This design comes from an exercise in tuning for small area on the open sky130 flow, not from production work. Only simulation tests tie the RTL to the original design; equivalence was not proved. Power and IR drop assume default switching activity.

==> flow/design.v (excerpt) <==
module chk_unit (
    input  wire        clk,
    input  wire        rst,
    input  wire        req_valid,
    input  wire        req_write,
    input  wire [6:0]  req_addr,
    input  wire [31:0] req_wdata,
    input  wire [2:0]  req_src,
    input  wire [2:0]  req_jet,
    output reg         rsp_valid,
    output reg         rsp_denied,
    output reg  [31:0] rsp_rdata,
    input  wire [7:0]  fold_addr,
    input  wire        tick_ms,
    input  wire        jet_stop,
    input  wire [2:0]  jet_stop_id,
    input  wire        steward_stop,
    input  wire        lockout,
    output wire        mismatch_evt,
    output reg  [2:0]  mismatch_ch
);
For scale: ~4300 cells after synthesis, ~100 I/O pins, roughly 63000 sq um of cells after synthesis.
clock: 13.0 ns
lec_check: 0
cap_margin: 10
core_margin: 2
core_utilization: 60
slew_margin: 10
standard.sh (not shown) runs the stock make flow with config.mk's settings and CLKGATE_MAP_FILE= SYNTH_SCRIPT=/design/flow/synth_recipe.tcl, a recipe that flattens the netlist after the stock synthesis.
==> flow/flow/run.sh <==
#!/bin/bash
# Own layout flow.
# 1. The standard synthesis (standard.sh synth).
# 2. The same synthesis again with an area-oriented ABC mapping script
#    (area_synth.tcl, abc_area_map.script, bias_lib.py); its netlist replaces
#    the standard one only if it holds exactly the same registers (names and
#    cell types).
# 3. The standard ORFS layout steps, with clock tree and port buffer
#    settings of our own.
# Each tool's output goes to a log of its own in this folder.
set -euo pipefail
W=$(pwd)
R=$W/orfs/results/$FLOW_PLATFORM/chk_unit/base
A=$W/orfs_area/results/$FLOW_PLATFORM/chk_unit/base

bash standard.sh synth > 1_standard_synth.log 2>&1
cp $R/1_2_yosys.v $W/standard_synth.v

python3 flow/bias_lib.py $FLOW_HOME/platforms/$FLOW_PLATFORM/lib/sky130_fd_sc_hd__tt_025C_1v80.lib \
  $W/abc_bias.lib 5.0 > 2_bias_lib.log 2>&1
if bash standard.sh WORK_HOME=$W/orfs_area SYNTH_SCRIPT=$W/flow/area_synth.tcl synth \
     > 2_area_synth.log 2>&1 \
   && python3 flow/regs_match.py $W/standard_synth.v $A/1_2_yosys.v > 2_regs_match.log 2>&1; then
  cp $A/1_2_yosys.v $R/1_2_yosys.v
  touch $R/1_2_yosys.v
fi

bash standard.sh \
  "CTS_ARGS=-sink_clustering_enable -repair_clock_nets -sink_clustering_size 10 -sink_clustering_max_diameter 40 -buf_list sky130_fd_sc_hd__clkbuf_4 -dont_use_dummy_load" \
  "BUFFER_PORTS_ARGS=-buffer_cell sky130_fd_sc_hd__buf_1" \
  "GLOBAL_PLACEMENT_ARGS=-keep_resize_below_overflow 0.3" \
  finish > 3_layout.log 2>&1
Other scripts of this flow, unchanged in this note and not shown: flow/flow/abc_area_map.script, flow/flow/area_synth.tcl, flow/flow/bias_lib.py, flow/flow/regs_match.py
==> next run, changes <==
--- a/flow/flow/run.sh
+++ b/flow/flow/run.sh
@@ -27,6 +27,5 @@
 
 bash standard.sh \
-  "CTS_ARGS=-sink_clustering_enable -repair_clock_nets -sink_clustering_size 10 -sink_clustering_max_diameter 40 -buf_list sky130_fd_sc_hd__clkbuf_4 -dont_use_dummy_load" \
+  "CTS_ARGS=-sink_clustering_enable -repair_clock_nets -sink_clustering_size 16 -sink_clustering_max_diameter 60 -buf_list sky130_fd_sc_hd__clkbuf_8 -dont_use_dummy_load" \
   "BUFFER_PORTS_ARGS=-buffer_cell sky130_fd_sc_hd__buf_1" \
-  "GLOBAL_PLACEMENT_ARGS=-keep_resize_below_overflow 0.3" \
   finish > 3_layout.log 2>&1
Settings changed: CAP_MARGIN 10 to 20, SLEW_MARGIN 10 to 20.
- total power decreases by roughly a tenth
- wire length decreases by a few percent
- design area decreases by a few percent
- via count decreases by a few percent

========
## run A
Starting RTL as in the previous note.
clock: 13.0 ns
lec_check: 0
cap_margin: 5
core_margin: 2
core_utilization: 60
gpl_routability_driven: 0
slew_margin: 5
==> flow/flow/run.sh <==
#!/bin/bash
# Own layout flow.
# 1. The standard synthesis (standard.sh synth).
# 2. The same synthesis again with an area-oriented ABC mapping script
#    (area_synth.tcl, abc_area_map.script, bias_lib.py); its netlist replaces
#    the standard one only if it holds exactly the same registers (names and
#    cell types).
# 3. The standard ORFS layout steps, with clock tree and port buffer
#    settings of our own.
# Each tool's output goes to a log of its own in this folder.
set -euo pipefail
W=$(pwd)
R=$W/orfs/results/$FLOW_PLATFORM/chk_unit/base
A=$W/orfs_area/results/$FLOW_PLATFORM/chk_unit/base

bash standard.sh synth > 1_standard_synth.log 2>&1
cp $R/1_2_yosys.v $W/standard_synth.v

python3 flow/bias_lib.py $FLOW_HOME/platforms/$FLOW_PLATFORM/lib/sky130_fd_sc_hd__tt_025C_1v80.lib \
  $W/abc_bias.lib 5.0 > 2_bias_lib.log 2>&1
if bash standard.sh WORK_HOME=$W/orfs_area SYNTH_SCRIPT=$W/flow/area_synth.tcl synth \
     > 2_area_synth.log 2>&1 \
   && python3 flow/regs_match.py $W/standard_synth.v $A/1_2_yosys.v > 2_regs_match.log 2>&1; then
  cp $A/1_2_yosys.v $R/1_2_yosys.v
  touch $R/1_2_yosys.v
fi

bash standard.sh \
  "CTS_ARGS=-sink_clustering_enable -repair_clock_nets -sink_clustering_size 10 -sink_clustering_max_diameter 40 -buf_list sky130_fd_sc_hd__clkbuf_4 -dont_use_dummy_load" \
  "BUFFER_PORTS_ARGS=-buffer_cell sky130_fd_sc_hd__buf_1" \
  finish > 3_layout.log 2>&1
Other scripts of this flow, unchanged in this note and not shown: flow/flow/abc_area_map.script, flow/flow/area_synth.tcl, flow/flow/bias_lib.py, flow/flow/regs_match.py
Setup changes, run A to run B
Settings: SLEW_MARGIN now 10, was 5; GPL_ROUTABILITY_DRIVEN no longer set, was 0; CAP_MARGIN now 10, was 5.
--- a/flow/flow/run.sh
+++ b/flow/flow/run.sh
@@ -29 +29 @@
-  "CTS_ARGS=-sink_clustering_enable -repair_clock_nets -sink_clustering_size 10 -sink_clustering_max_diameter 40 -buf_list sky130_fd_sc_hd__clkbuf_4 -dont_use_dummy_load" \
+  "CTS_ARGS=-sink_clustering_enable -repair_clock_nets -sink_clustering_size 16 -sink_clustering_max_diameter 60 -buf_list sky130_fd_sc_hd__clkbuf_8 -dont_use_dummy_load" \
### Flow results
Looking at the reports, run B completed the entire flow and the layout it produced met the timing, design-rule and antenna checks.
Between run B and run A, worst hold slack across all endpoints is lower for run A, run B comes in above that.
Final instance count without filler cells for run B is lower than for run A.
[compare] base=run A new=run B: routed length on met1 held; ratio of cells with drive above 1 in the final layout went down 1.1 points; design area went up about 0.43%; multi-input combinational area share held.
Setup changes, run B to run C
Settings: PLACE_DENSITY: unset -> 0.72.
--- a/flow/flow/run.sh
+++ b/flow/flow/run.sh
@@ -29 +29 @@
-  "CTS_ARGS=-sink_clustering_enable -repair_clock_nets -sink_clustering_size 16 -sink_clustering_max_diameter 60 -buf_list sky130_fd_sc_hd__clkbuf_8 -dont_use_dummy_load" \
+  "CTS_ARGS=-sink_clustering_enable -repair_clock_nets -sink_clustering_size 10 -sink_clustering_max_diameter 40 -buf_list sky130_fd_sc_hd__clkbuf_4 -dont_use_dummy_load" \
[summary]
Run B | status: complete | timing, DRC, antenna: pass
Run C went all the way through the flow, and no timing, DRC or antenna check failed.
Re minimum clock period after layout: run B was higher than run C.
Layout overhead on the synthesized area was lower in run C than in run B.
Run C vs. run B: critical path required time higher; routed wire length on met3 now sits higher.
In run C, the ratio of final minimum period to clock period came out 4.6 points below the value in run B.
Run comparison: run C highest-utilization routing layer at the global route stage met1; run B highest-utilization routing layer at the global route stage met2
Delta (run C minus run B): routed wire length -0.70%; setup slack moved up; reported net switching power rose by about 0.8%; count of non-CTS buffers in the layout saw an increase; core utilization of the finished layout dropped 0.19 points.
Here is what was changed in the inputs of run D compared with run C.
Settings: PLACE_DENSITY: 0.72 -> unset.
--- a/flow/flow/run.sh
+++ b/flow/flow/run.sh
@@ -30,0 +31 @@
+  "GLOBAL_PLACEMENT_ARGS=-keep_resize_below_overflow 0.5" \
### Flow results
Area growth from synthesis to layout for run D is higher than for run C.
chan[5].u_ch.res[12]$_DFFE_PP_ as the worst setup path endpoint was reported by run D, and chan[5].u_ch.res[0]$_DFFE_PP_ by run C.
Taking run C as the reference, in run D setup slack shows an increase of 780 ps, post-cts repair resize count about even, global-route usage +1.8 points.

========
chk_unit, a different RTL version from the one above (not shown whole).
Size in the first run: about 4,300 cells after synthesis, about 100 I/O pins.
## chk_unit
module chk_unit (
    input  wire        clk,
    input  wire        rst,
    input  wire        req_valid,
    input  wire        req_write,
    input  wire [6:0]  req_addr,
    input  wire [31:0] req_wdata,
    input  wire [2:0]  req_src,
    input  wire [2:0]  req_jet,
    output reg         rsp_valid,
    output reg         rsp_denied,
    output reg  [31:0] rsp_rdata,
    input  wire [7:0]  fold_addr,
    input  wire        tick_ms,
    input  wire        jet_stop,
    input  wire [2:0]  jet_stop_id,
    input  wire        steward_stop,
    input  wire        lockout,
    output wire        mismatch_evt,
    output reg  [2:0]  mismatch_ch
);
Settings: LEC_CHECK=0, CAP_MARGIN=20, CORE_MARGIN=2, CORE_UTILIZATION=60, SLEW_MARGIN=20; clock period 13.0 ns.
==> flow/flow/run.sh <==
#!/bin/bash
# Own layout flow.
# 1. The standard synthesis (standard.sh synth).
# 2. The same synthesis again with an area-oriented ABC mapping script
#    (area_synth.tcl, abc_area_map.script, bias_lib.py); its netlist replaces
#    the standard one only if it holds exactly the same registers (names and
#    cell types).
# 3. The standard ORFS layout steps, with clock tree and port buffer
#    settings of our own.
# Each tool's output goes to a log of its own in this folder.
set -euo pipefail
W=$(pwd)
R=$W/orfs/results/$FLOW_PLATFORM/chk_unit/base
A=$W/orfs_area/results/$FLOW_PLATFORM/chk_unit/base

bash standard.sh synth > 1_standard_synth.log 2>&1
cp $R/1_2_yosys.v $W/standard_synth.v

python3 flow/bias_lib.py $FLOW_HOME/platforms/$FLOW_PLATFORM/lib/sky130_fd_sc_hd__tt_025C_1v80.lib \
  $W/abc_bias.lib 5.0 > 2_bias_lib.log 2>&1
if bash standard.sh WORK_HOME=$W/orfs_area SYNTH_SCRIPT=$W/flow/area_synth.tcl synth \
     > 2_area_synth.log 2>&1 \
   && python3 flow/regs_match.py $W/standard_synth.v $A/1_2_yosys.v > 2_regs_match.log 2>&1; then
  cp $A/1_2_yosys.v $R/1_2_yosys.v
  touch $R/1_2_yosys.v
fi

bash standard.sh \
  "CTS_ARGS=-sink_clustering_enable -repair_clock_nets -sink_clustering_size 18 -sink_clustering_max_diameter 55 -buf_list sky130_fd_sc_hd__clkbuf_8 -dont_use_dummy_load" \
  "BUFFER_PORTS_ARGS=-buffer_cell sky130_fd_sc_hd__buf_1" \
  finish > 3_layout.log 2>&1
Other scripts of this flow, unchanged in this note and not shown: flow/flow/abc_area_map.script, flow/flow/area_synth.tcl, flow/flow/bias_lib.py, flow/flow/regs_match.py
The starting point went through all stages and came out clean.
==> next run, changes <==
--- a/flow/flow/run.sh
+++ b/flow/flow/run.sh
@@ -29 +29 @@
-  "CTS_ARGS=-sink_clustering_enable -repair_clock_nets -sink_clustering_size 18 -sink_clustering_max_diameter 55 -buf_list sky130_fd_sc_hd__clkbuf_8 -dont_use_dummy_load" \
+  "CTS_ARGS=-sink_clustering_enable -repair_clock_nets -sink_clustering_size 16 -sink_clustering_max_diameter 60 -buf_list sky130_fd_sc_hd__clkbuf_8 -dont_use_dummy_load" \
Effect: Clock-buffer cell count is unchanged; fmax goes up by about 2.6%; sequential power barely changes.
==> next run, changes <==
--- a/flow/flow/run.sh
+++ b/flow/flow/run.sh
@@ -29 +29 @@
-  "CTS_ARGS=-sink_clustering_enable -repair_clock_nets -sink_clustering_size 16 -sink_clustering_max_diameter 60 -buf_list sky130_fd_sc_hd__clkbuf_8 -dont_use_dummy_load" \
+  "CTS_ARGS=-sink_clustering_enable -repair_clock_nets -sink_clustering_size 12 -sink_clustering_max_diameter 50 -buf_list sky130_fd_sc_hd__clkbuf_8 -dont_use_dummy_load" \
Settings changed: CORE_UTILIZATION 60 to 70.
The new run completed with no timing, DRC or antenna violations.
Area after synthesis does not change.
Setup slack loses 0.22 ns.
Via count rises by a few percent.
First-iteration DRC count rises by a quarter to a third.
==> next run, changes <==
--- a/flow/flow/run.sh
+++ b/flow/flow/run.sh
@@ -29 +29 @@
-  "CTS_ARGS=-sink_clustering_enable -repair_clock_nets -sink_clustering_size 12 -sink_clustering_max_diameter 50 -buf_list sky130_fd_sc_hd__clkbuf_8 -dont_use_dummy_load" \
+  "CTS_ARGS=-sink_clustering_enable -repair_clock_nets -sink_clustering_size 28 -sink_clustering_max_diameter 60 -buf_list sky130_fd_sc_hd__clkbuf_16 -dont_use_dummy_load" \
Settings changed: CORE_UTILIZATION 70 to 60.
After rerunning:
- global-route usage goes down by 8.0 points
- setup slack gets better by 0.11 ns
- die area goes up by 16%
- area after synthesis does not change
- cell area goes up by 0.84%
- via count goes down by 5.5%
- clock-buffer cell count goes down by 45
- routed wire length goes down by 3.0%
- clock skew goes down by 0.012 ns
- worst hold slack gets worse by 0.034 ns
- first-iteration DRC count goes down by 27%

-- re-timing with driven ports --
The results above use ideal ports. As a check the final layouts listed here were re-extracted and re-timed, cells and wires unchanged.
Step 1 assumes that a clkbuf_16 drives the clock port and a buf_2 every other input.
Step 2 adds t to the input delays and takes it off the output delays; t is the mean of the earliest and latest rising clock arrival at the registers after step 1. Input paths then give back, and output paths get back, about the clock's delay inside the block.
a / b / c = ideal / step 1 / step 2; a / b = the first two.
run	shift t [ns]	setup slack, ns	worst setup path at the end	slew at the worst register clock pin (ns)	cell pins on the clock port's net
the first run of note 1	1.207	2.228 / 2.279 / 1.072	input to register	0.12 / 0.12	1
the second run of note 1	0.840	0.894 / 0.942 / 0.102	input to register	0.11 / 0.11	1
run A	1.208	1.225 / 1.267 / 0.059	input to register	0.12 / 0.12	1
run B	0.837	0.854 / 0.892 / 0.056	input to register	0.10 / 0.10	1
run C	1.205	1.452 / 1.497 / 0.292	input to register	0.11 / 0.11	1
run D	1.207	2.228 / 2.279 / 1.072	input to register	0.12 / 0.12	1
the first run of note 3	0.861	0.579 / 0.578 / -0.283	input to register	0.11 / 0.11	1
the second run of note 3	0.845	0.897 / 0.919 / 0.075	input to register	0.10 / 0.10	1
the third run of note 3	0.945	0.677 / 0.723 / -0.222	input to register	0.10 / 0.10	1
the fourth run of note 3	0.766	0.789 / 0.808 / 0.042	input to register	0.10 / 0.10	1
With both steps, setup timing fails in the first run of note 3 and the third run of note 3, where it was met with ideal ports. For run A, which loses most, drivers alone change the setup slack by +0.042 ns; drivers and shift together by -1.166 ns.
